This design comes from an exercise in tuning for small area, a short achievable clock period and few clock cycles per item on the open sky130 flow, not from production work.
RTL that was checked went through simulation tests only; none was proved equivalent to the original.

## hinge_cmp
module hinge_cmp (
    input  wire        clk,
    input  wire        rst,
    input  wire        start,
    input  wire        clear,
    input  wire [23:0] clear_u,
    input  wire        form,
    input  wire        integ,
    input  wire [23:0] e_in,
    input  wire [23:0] b0,
    input  wire [23:0] b1,
    input  wire [23:0] b2,
    input  wire [23:0] b3,
    input  wire [23:0] a1,
    input  wire [23:0] a2,
    input  wire [23:0] a3,
    input  wire [5:0]  xb,
    input  wire [5:0]  xa,
    input  wire [5:0]  xe,
    input  wire [5:0]  xu,
    input  wire [23:0] u_min,
    input  wire [23:0] u_max,
    output wire        ready,
    output reg         done,
    output reg  [23:0] u_lim,
    output reg  [23:0] u_raw,
    output reg         sat,
    output reg         ovf,
    output reg         clamp
);
For scale: ~350 I/O pins, ~53000 um2 of cells after synthesis.
export LEC_CHECK = 0
export ABC_AREA = 1
export CAP_MARGIN = 20
export CORE_MARGIN = 2
export CORE_UTILIZATION = 40
export PLACE_DENSITY = 0.6
export SLEW_MARGIN = 20
create_clock -name core_clock -period 17.0 [get_ports {clk}]
standard.sh (not shown) runs the stock make flow with config.mk's settings and CLKGATE_MAP_FILE= SYNTH_SCRIPT=/design/flow/synth_recipe.tcl, a recipe that flattens the netlist after the stock synthesis.
==> flow/flow/run.sh <==
#!/bin/bash
# The standard layout (the standard.sh, standard synthesis included), with
# repair_timing asked to keep a setup margin so the layout runs faster than
# the 17 ns constraint. Each step's full log is under orfs/logs; make's own
# output goes to flow_make.log.
set -uo pipefail
MARGIN=${MARGIN:-12.5}
bash standard.sh SETUP_SLACK_MARGIN=$MARGIN finish > flow_make.log 2>&1
Testbench counts at the start, summed over its fixed seeds: cycles 139,812, samples 23,233.
Rerun with:
--- a/flow/design.v
+++ b/flow/design.v
@@ -45,18 +45,19 @@
     reg [5:0]  xb_q, xa_q, xe_q, xu_q;
     reg [23:0] umin_q, umax_q, umin_r, umax_r;
     reg        umin_gt, umax_ne, umax_min;    
     reg        integ_q, integ_r;
     reg [23:0] eh0, eh1, eh2, eh3;
     reg [23:0] u1, u2, u3;
     reg        clr_q;
-    reg  sel_b, sel_u1, sel_u2, sel_u3;
+    reg  sel_b, sel_u1, sel_u2;
     wire is_b = sel_b;
-    wire [23:0] dsel = ({24{sel_b}} & eh0) | ({24{sel_u1}} & u1) |
-                       ({24{sel_u2}} & u2) | ({24{sel_u3}} & u3);
+    wire [23:0] dsel = sel_b  ? eh0 :
+                       sel_u1 ? u1 :
+                       sel_u2 ? u2 : u3;
     wire [47:0] ms_w, mc_w;
     booth_mul mul (.x(dsel), .y(cq0), .s(ms_w), .c(mc_w));
     wire signed [8:0] tb = $signed({{3{xb_q[5]}}, xb_q}) + $signed({{3{xe_q[5]}}, xe_q})
                          - $signed({{3{xu_q[5]}}, xu_q}) + 9'sd40;
     wire signed [8:0] ta = $signed({{3{xa_q[5]}}, xa_q}) + 9'sd40;
     wire signed [8:0] tr = is_b ? tb : ta;
     wire [6:0] t_w = tr[8] ? 7'd0 : (tr > 9'sd111) ? 7'd111 : tr[6:0];
@@ -133,15 +134,14 @@
         end
         ms <= ms_w; mc <= mc_w;
         tsh <= t_w;
         m_first <= ph[0];
         sel_b  <= |ph_next[3:0];
         sel_u1 <= ph_next[4];
         sel_u2 <= ph_next[5];
-        sel_u3 <= ph_next[6];
         win     <= win_w;
         tfit    <= fit;
         tsg     <= psg;
         t_first <= m_first;
         acc   <= acc_nx;
         sat_a <= (t_first ? 1'b0 : sat_a) | tsat | sum_ovf;
         u_raw <= raw;
Outcome: The new run produced a clean layout. Final area grows by about 1.1%. Routed wire length falls by 2.0%. Register-to-register slack is worse by 0.11 ns. Flip-flop and latch count fell by 1. Area after synthesis came out higher by about 0.5%. Clock skew is about the same. Utilization is higher by 0.40 points. Synthesized cell count came out higher by 0.53%. Non-clock buffer count went up by 8. Via count hardly moves. Maximum frequency rises by about 0.5%.
Testbench counts after the change, summed over its fixed seeds: cycles 139,812, samples 23,233.

* * *

hinge_cmp, a different RTL version from the one above (not shown whole).
Size in the first run: about 350 I/O pins.
Settings: LEC_CHECK=0, ABC_AREA=1, CAP_MARGIN=20, CORE_MARGIN=2, CORE_UTILIZATION=40, PLACE_DENSITY=0.6, SLEW_MARGIN=20; clock period 17.0 ns.
==> flow/flow/run.sh <==
#!/bin/bash
# The standard layout (the standard.sh, standard synthesis included), with
# repair_timing asked to keep a setup margin so the layout runs faster than
# the 17 ns constraint. Each step's full log is under orfs/logs; make's own
# output goes to flow_make.log.
set -uo pipefail
MARGIN=${MARGIN:-12}
bash standard.sh SETUP_SLACK_MARGIN=$MARGIN finish > flow_make.log 2>&1
The starting point produced a clean layout.
Then changed:
--- a/flow/design.v
+++ b/flow/design.v
@@ -30,25 +30,24 @@
 );
     localparam signed [63:0] ACC_MAX = 64'sh7FFF_FFFF_FFFF_FFFF;
     localparam signed [63:0] ACC_MIN = 64'sh8000_0000_0000_0000;
     reg  [6:0] ph;
     reg        form_q;
     reg        ready_q;
     wire       acc_s = ready_q & start;
     wire       acc_c = ready_q & clear;
     wire last_ph = form_q ? ph[6] : ph[5];
     wire [6:0] ph_next = {ph[5] & form_q, ph[4], ph[3] | (ph[2] & ~form_q), ph[2] & form_q,
                           ph[1], ph[0], acc_s};
     assign ready = ready_q;
-    wire       cap_en = ~|ph | last_ph;
     reg [23:0] cq0, cq1, cq2, cq3, cq4, cq5, cq6;
     wire cq_dbl = ph[2] & ~form_q;
     reg [5:0]  xb_q, xa_q, xe_q, xu_q;
     reg [23:0] umin_q, umax_q, umin_r, umax_r;
     reg        integ_q, integ_r;
     reg [23:0] eh0, eh1, eh2, eh3;
     reg [23:0] u1, u2, u3;
     reg        clr_q;
     reg [23:0] clru_q;
     wire is_b = ph[0] | ph[1] | ph[2] | ph[3];
     wire [23:0] dsel = is_b  ? eh0 :
                        ph[4] ? u1 :
@@ -73,70 +72,68 @@
     wire [111:0] x3 = tsh[2] ? {x2[107:0], 4'b0}  : x2;
     wire [111:0] x4 = tsh[3] ? {x3[103:0], 8'b0}  : x3;
     wire [111:0] x5 = tsh[4] ? {x4[95:0], 16'b0}  : x4;
     wire [111:0] x6 = tsh[5] ? {x5[79:0], 32'b0}  : x5;
     wire [111:0] x7 = tsh[6] ? {x6[47:0], 64'b0}  : x6;
     reg  [47:0] hm;
     integer i;
     always @(*) begin
         for (i = 0; i < 48; i = i + 1)
             hm[i] = (i + tsh >= 110);
     end
     wire fit = (tsh == 7'd111) ? (prod == 48'd0) : ~|((prod ^ {48{psg}}) & hm);
-    wire [63:0] win_w = x7[110:47];
-    reg  [63:0] win;
-    reg         tfit, tsg, t_first;
+    wire [63:0] term_w = fit ? x7[110:47] : (psg ? ACC_MIN : ACC_MAX);
+    wire tsat_w = ~fit;
+    reg  [63:0] term;
+    reg         tsat, t_first;
     reg  [63:0] acc;
     reg         sat_a;
-    wire [63:0] term = tfit ? win : {tsg, {63{~tsg}}};
-    wire        tsat = ~tfit;
     wire [63:0] acc_in = t_first ? 64'd0 : acc;
     wire [64:0] sum;
     wire        sum_co;
     add_bk65 acc_add (.a({acc_in[63], acc_in}), .b({term[63], term}), .ci(1'b0), .s(sum), .co(sum_co));
     wire sum_ovf = sum[64] ^ sum[63];
     wire [63:0] acc_nx = sum_ovf ? (sum[64] ? ACC_MIN : ACC_MAX) : sum[63:0];
     reg         m_last, t_last, a_last;
     wire [48:0] rnd = {acc[63], acc[63:16]} + {48'd0, acc[15]};
     wire rnd_hi = ~rnd[48] & (rnd[47:23] != 25'd0);
     wire rnd_lo =  rnd[48] & ((rnd[47:23] != {25{1'b1}}) | (rnd[22:0] == 23'd0));
     wire [23:0] raw = rnd_hi ? 24'h7FFFFF : rnd_lo ? 24'h800001 : rnd[23:0];
     wire lim_lo = $signed(raw) < $signed(umin_r);
     wire lim_hi = $signed(raw) > $signed(umax_r);
     wire [23:0] lim = lim_lo ? umin_r : lim_hi ? umax_r : raw;
     wire sat_all = sat_a | rnd_hi | rnd_lo;
     wire push = integ_r & ~sat_all & ~(lim_lo | lim_hi);
     reg  kill;    
     always @(posedge clk) begin
-        if (cap_en) begin
+        if (ready_q) begin
             cq0 <= b0; cq1 <= b1; cq2 <= b2;
             cq3 <= b3; cq4 <= a1; cq5 <= a2; cq6 <= a3;
             xb_q <= xb; xa_q <= xa; xe_q <= xe; xu_q <= xu;
             umin_q <= u_min; umax_q <= u_max; integ_q <= integ;
             clru_q <= clear_u;
             form_q <= form;
         end else begin
             cq0 <= cq_dbl ? cq2 : cq1;
             cq1 <= cq_dbl ? cq3 : cq2;
             cq2 <= cq3; cq3 <= cq4; cq4 <= cq5; cq5 <= cq6;
         end
         if (last_ph) begin
             umin_r <= umin_q; umax_r <= umax_q; integ_r <= integ_q;
         end
         ms <= ms_w; mc <= mc_w;
         tsh <= t_w;
         m_first <= ph[0];
-        win     <= win_w;
-        tfit    <= fit;
-        tsg     <= psg;
+        term    <= term_w;
+        tsat    <= tsat_w;
         t_first <= m_first;
         acc   <= acc_nx;
         sat_a <= (t_first ? 1'b0 : sat_a) | tsat | sum_ovf;
         u_raw <= raw;
         u_lim <= lim;
         sat   <= sat_all;
         ovf   <= rnd_hi | rnd_lo;
         clamp <= lim_lo | lim_hi;
         if (rst) begin
             ph <= 7'd0;
             ready_q <= 1'b1;
             m_last <= 1'b0;
@@ -145,25 +142,25 @@
             done <= 1'b0;
             kill <= 1'b0;
             clr_q <= 1'b0;
             eh1 <= 24'd0; eh2 <= 24'd0; eh3 <= 24'd0;
             u1 <= 24'd0; u2 <= 24'd0; u3 <= 24'd0;
         end else begin
             ph <= ph_next;
             ready_q <= acc_s ? 1'b0 : (ready_q | (form_q ? ph[5] : ph[4]));
             m_last <= last_ph;
             t_last <= m_last;
             a_last <= t_last;
             done <= a_last;
-            if (cap_en) begin
+            if (ready_q) begin
                 eh0 <= e_in;
             end
             clr_q <= acc_c;
             if (clr_q) begin
                 eh1 <= 24'd0; eh2 <= 24'd0; eh3 <= 24'd0;
             end else if (ph[0] | ph[1] | ph[2]) begin
                 eh0 <= eh1; eh1 <= eh2; eh2 <= eh3; eh3 <= eh0;
             end
             if (clr_q) begin
                 u1 <= clru_q; u2 <= clru_q; u3 <= clru_q;
             end else if (a_last & ~kill) begin
                 u1 <= push ? raw : u1; u2 <= u1; u3 <= u2;
Setup slack loses 0.25 ns.
Core utilization came out higher by 1.5 points.
Worst hold slack gains 0.011 ns.
Wire length came out higher by about 1.8%.
Non-clock buffer count came out higher by 35.
Critical path depth came out higher by 4.
Flip-flop and latch count came out lower by 1.
Maximum frequency came out lower by about 4.7%.
No run of this note included a check of the RTL's function; only the layout flow was run.

* * *

Setup of alpha:
Another version of the RTL of hinge_cmp (not shown whole).
Size in the first run: ~7300 cells after synthesis, roughly 790 flip-flops, roughly 350 I/O pins.
clock: 17.0 ns
lec_check: 0
abc_area: 1
cap_margin: 20
core_margin: 2
core_utilization: 40
place_density: 0.6
slew_margin: 20
==> flow/flow/run.sh <==
#!/bin/bash
# The standard layout (the standard.sh, standard synthesis included), with
# repair_timing asked to keep a setup margin so the layout runs faster than
# the 17 ns constraint. Each step's full log is under orfs/logs; make's own
# output goes to flow_make.log.
set -uo pipefail
MARGIN=${MARGIN:-12.5}
bash standard.sh SETUP_SLACK_MARGIN=$MARGIN finish > flow_make.log 2>&1
alpha: full flow OK, the timing, DRC and antenna checks passed
Testbench counts of alpha, summed over its fixed seeds: cycles 139,812, samples 23,233.
Here is what was changed in the inputs of beta compared with alpha.
--- a/flow/design.v
+++ b/flow/design.v
@@ -46,14 +46,15 @@
     reg [23:0] umin_q, umax_q, umin_r, umax_r;
     reg [24:0] umm1_r;                        
     reg        umin_gt, umax_ne, umax_min;    
     reg        integ_q, integ_r;
     reg [23:0] eh0, eh1, eh2, eh3;
     reg [23:0] u1, u2, u3;
     reg        clr_q;
+    reg [23:0] clru_q;
     reg  sel_b, sel_u1, sel_u2;
     wire is_b = sel_b;
     wire [23:0] dsel = sel_b  ? eh0 :
                        sel_u1 ? u1 :
                        sel_u2 ? u2 : u3;
     wire [47:0] ms_w, mc_w;
     booth_mul mul (.x(dsel), .y(cq0), .s(ms_w), .c(mc_w));
@@ -115,15 +116,16 @@
     wire push = integ_r & ~sat_all & ~(lim_lo | lim_hi);
     reg  kill;    
     always @(posedge clk) begin
         if (cap_en) begin
             cq0 <= b0; cq1 <= b1; cq2 <= b2;
             cq3 <= b3; cq4 <= a1; cq5 <= a2; cq6 <= a3;
             xb_q <= xb; xa_q <= xa; xe_q <= xe; xu_q <= xu;
-            umin_q <= clear ? clear_u : u_min; umax_q <= u_max; integ_q <= integ;
+            umin_q <= u_min; umax_q <= u_max; integ_q <= integ;
+            clru_q <= clear_u;
             form_q <= form;
         end else begin
             cq0 <= cq_dbl ? cq2 : cq1;
             cq1 <= cq_dbl ? cq3 : cq2;
             cq2 <= cq3; cq3 <= cq4; cq4 <= cq5; cq5 <= cq6;
         end
         if (last_ph) begin
@@ -184,15 +186,15 @@
             eh1 <= 24'd0; eh2 <= 24'd0; eh3 <= 24'd0;
         end else if (ph[0] | ph[1] | ph[2]) begin
             eh0 <= eh1; eh1 <= eh2; eh2 <= eh3; eh3 <= eh0;
         end
         if (rst_q) begin
             u1 <= 24'd0; u2 <= 24'd0; u3 <= 24'd0;
         end else if (clr_q) begin
-            u1 <= umin_q; u2 <= umin_q; u3 <= umin_q;
+            u1 <= clru_q; u2 <= clru_q; u3 <= clru_q;
         end else if (a_last & ~kill) begin
             u1 <= push ? raw : u1; u2 <= u1; u3 <= u2;
         end
     end
 endmodule
 module booth_mul(input [23:0] x, input [23:0] y, output [47:0] s, output [47:0] c);
   wire one0 = y[0] ^ 1'b0;
Notes after the runs:
- Diff alpha -> beta: post-layout worst setup margin has decreased, number of cell instances on the worst register-to-register path has increased, highest clock rate has decreased.
- In summary, beta completed successfully, with a layout that passed the timing, DRC and antenna checks.
- Relative to alpha, the amount of wire on met2 after detailed routing measured on beta has increased slightly.
- alpha → beta: global-route wire length before repair has increased; placed wire-length estimate saw an increase; clock-buffer cell count increased 25.
- Capture point of the worst path = u_raw[3]: alpha; capture point of the worst path = u_raw[18]: beta
- Cmp beta vs alpha: design area higher in beta
- alpha has lower arrival time at the worst endpoint than beta.
- From alpha to beta the numbers moved as follows: number of buffers inserted by post-CTS setup repair went up 16, final critical-path required period went up 47 ps.
Testbench counts of beta, summed over its fixed seeds: cycles 139,812, samples 23,233.

==> what the ideal ports hide <==
Ports are ideal in the flow. The routed layouts listed here were re-timed in OpenROAD. Step 1, drivers: a clkbuf_16 drives clk and a buf_2 each remaining input, both assumed. Step 2 moves the port delays by t, midway between the first and last clock arrival at a register: inputs arrive t later, outputs are due t later. That takes back most of the time a late clock gives input paths. Slacks: ideal ports / drivers / drivers and shift; pairs: ideal ports / drivers.
| run | t (ns) | setup WS [ns] | worst hold slack (ns) | worst setup path after step 2 |
|---|---|---|---|---|
| the first run of note 1 | 0.762 | 12.415 / 12.340 / 12.200 | 0.355 / 0.355 / 0.355 | input to register |
| the second run of note 1 | 0.766 | 12.438 / 12.362 / 12.015 | 0.364 / 0.364 / 0.364 | input to register |
| the first run of note 2 | 0.766 | 11.983 / 11.974 / 11.433 | 0.399 / 0.399 / 0.399 | input to register |
| the second run of note 2 | 0.793 | 11.737 / 11.737 / 11.496 | 0.410 / 0.410 / 0.410 | input to register |
| alpha | 0.790 | 12.438 / 12.362 / 12.153 | 0.361 / 0.361 / 0.361 | input to register |
| beta | 0.777 | 12.391 / 12.314 / 12.402 | 0.362 / 0.362 / 0.362 | input to register |
After both steps every run listed still meets setup and hold. For the first run of note 2, which loses most, drivers alone change the setup slack by -0.009 ns; drivers and shift together by -0.550 ns.
